This design comes from an exercise in tuning for small area on the open sky130 flow, not from production work. Only simulation tests tie the RTL to the original design; equivalence was not proved.

== S ==
## ring_rx
module ring_rx (
    input  wire         clk,
    input  wire         rst,
    input  wire         cg_valid,
    input  wire [9:0]   cg,
    output wire         hdr_valid,
    output wire [127:0] hdr_data,
    output wire         dat_valid,
    output wire [7:0]   dat_byte,
    output wire         blk_valid,
    output wire [7:0]   blk_node,
    output wire [7:0]   blk_kind,
    output wire [15:0]  blk_len,
    output wire [1:0]   blk_status,
    output wire         end_valid,
    output wire [1:0]   end_kind,
    output wire [1:0]   end_hdr,
    output reg  [31:0]  hdr_crc_errors,
    output reg  [31:0]  blk_crc_errors,
    output reg  [31:0]  batons_aborted,
    output reg  [31:0]  code_violations
);
Size: ~320 I/O pins, ~14000 µm² of cells after synthesis.
==> flow/config.mk <==
export PLATFORM = sky130hd
export DESIGN_NAME = ring_rx
export DESIGN_NICKNAME = ring_rx
export VERILOG_FILES = /design/flow/design.v
export SDC_FILE = /design/flow/constraint.sdc
export NUM_CORES = 4
export LEC_CHECK = 0
export CAP_MARGIN = 20
export CORE_MARGIN = 2
export CORE_UTILIZATION = 40
export CTS_BUF_LIST = sky130_fd_sc_hd__clkbuf_8
export CTS_CLUSTER_DIAMETER = 100
export CTS_CLUSTER_SIZE = 15
export PLACE_DENSITY = 0.6
export SLEW_MARGIN = 20
==> flow/constraint.sdc <==
create_clock -name core_clock -period 20.0 [get_ports {clk}]
set_input_delay 4.0000 -clock core_clock [delete_from_list [all_inputs] [get_ports {clk}]]
set_output_delay 4.0000 -clock core_clock [all_outputs]
set_load 0.01 [all_outputs]
standard.sh (not shown) runs the stock make flow with config.mk's settings and CLKGATE_MAP_FILE= SYNTH_SCRIPT=/design/flow/synth_recipe.tcl, a recipe that flattens the netlist after the stock synthesis.
==> flow/flow/run.sh <==
#!/bin/bash
# Standard ORFS layout with two changes:
#  - after the standard synthesis, the combinational logic is re-mapped for
#    area with ABC (registers and their names are kept exactly);
#  - buffer_ports puts the smallest plain buffer on every input and output.
set -euo pipefail
W=$(pwd)
R=$W/orfs/results/$FLOW_PLATFORM/ring_rx/base
export BUFFER_PORTS_ARGS="-buffer_cell sky130_fd_sc_hd__buf_1"

bash standard.sh synth > $W/log_1_standard_synth.log 2>&1

# Flip-flop and tie cell types in the standard netlist are kept.
KEEP=$(grep -oE '^ *sky130_fd_sc_hd__(dfxtp|edfxtp|dfrtp|dfstp|dfxbp|sdfxtp|conb)_[0-9]+' $R/1_2_yosys.v | sort -u | tr -d ' ' | tr '\n' ' ')
DU=$(make -s -C $FLOW_HOME DESIGN_CONFIG=$W/config.mk WORK_HOME=$W/orfs print-DONT_USE_CELLS 2>/dev/null | sed 's/^DONT_USE_CELLS: *//' || true)
cp $R/1_2_yosys.v $W/standard_1_2_yosys.v
LIB_FILE=$FLOW_HOME/platforms/$FLOW_PLATFORM/lib/sky130_fd_sc_hd__tt_025C_1v80.lib \
IN_NETLIST=$W/standard_1_2_yosys.v OUT_NETLIST=$W/resyn.v OUT_STAT=$W/resyn_stat.txt \
DESIGN_NAME=$FLOW_TOP KEEP_CELLS="$KEEP" DONT_USE_LIST="$DU" ABC_SCRIPT_FILE=$W/flow/area.abc \
  yosys -c $W/flow/resyn.tcl > $W/log_2_resyn.log 2>&1
cp $W/resyn.v $R/1_2_yosys.v
touch $R/1_2_yosys.v

bash standard.sh finish > $W/log_3_standard_finish.log 2>&1
==> flow/flow/area.abc <==
strash
balance; rewrite; refactor; balance; rewrite; rewrite -z; balance; refactor -z; rewrite -z; balance
dch
amap
topo
==> flow/flow/resyn.tcl <==
# Re-maps the combinational logic of the standard synthesis netlist for
# area. Registers (and tie cells) are kept as they are, with their names.
yosys -import
set lib $::env(LIB_FILE)
read_liberty -ignore_miss_func $lib
read_verilog $::env(IN_NETLIST)
hierarchy -top $::env(DESIGN_NAME)
set keep {}
foreach c [split $::env(KEEP_CELLS)] {
  if { $c ne "" } { setattr -mod -set keep_hierarchy 1 $c }
}
flatten
yosys rename -hide w:*.*
opt_clean -purge
opt_clean -purge
set dont_use {}
foreach c $::env(DONT_USE_LIST) { lappend dont_use -dont_use $c }
abc -liberty $lib {*}$dont_use -script $::env(ABC_SCRIPT_FILE)
splitnets
opt_clean -purge
hilomap -singleton -hicell sky130_fd_sc_hd__conb_1 HI -locell sky130_fd_sc_hd__conb_1 LO
insbuf -buf sky130_fd_sc_hd__buf_4 A X
opt_clean -purge
tee -o $::env(OUT_STAT) stat -liberty $lib
select -module $::env(DESIGN_NAME)
write_verilog -noattr -nohex -nodec -selected $::env(OUT_NETLIST)
The following lists how T was set up differently from S:
- CTS_BUF_LIST removed (was sky130_fd_sc_hd__clkbuf_8)
- CTS_CLUSTER_DIAMETER removed (was 100)
- CTS_CLUSTER_SIZE removed (was 15)
Results
- Across T and S, none had a timing, DRC or antenna violation.
- Going from S to T, count of clock-buffer cells in the layout grew by more than half.
- Taking S as the reference, in T fraction of the cycle the final worst path needs held; worst setup slack went up 0.014 ns; tightest hold margin went down 0.0061 ns; final area went up 780 µm²; first-pass GRT wire length went up 550 µm.

-- what the ideal ports hide --
How much do the figures lean on ideal ports? The routed layouts below were timed once more, with nothing changed but the port constraints. Step 1 (the two cells are an assumption about what drives the block):
set clk [get_ports {clk}]
set_driving_cell -lib_cell sky130_fd_sc_hd__clkbuf_16 $clk
set_driving_cell -lib_cell sky130_fd_sc_hd__buf_2 [delete_from_list [all_inputs] $clk]
Step 2 also shifts input and output timing later by t, the mid clock arrival at the registers, as if the neighbouring blocks saw the same clock. Slacks: ideal / step 1 / step 2; pairs: ideal / step 1.
run | t (ns) | setup WS [ns] | slew at the worst register clock pin (ns) | worst data-port slew with drivers (ns) | pins driven straight from the clock port
S | 0.631 | 9.267 / 9.218 / 9.848 | 0.11 / 0.11 | 0.03 | 1
T | 0.556 | 9.281 / 9.230 / 9.786 | 0.07 / 0.07 | 0.03 | 1
After both steps setup and hold are still met in every run listed.
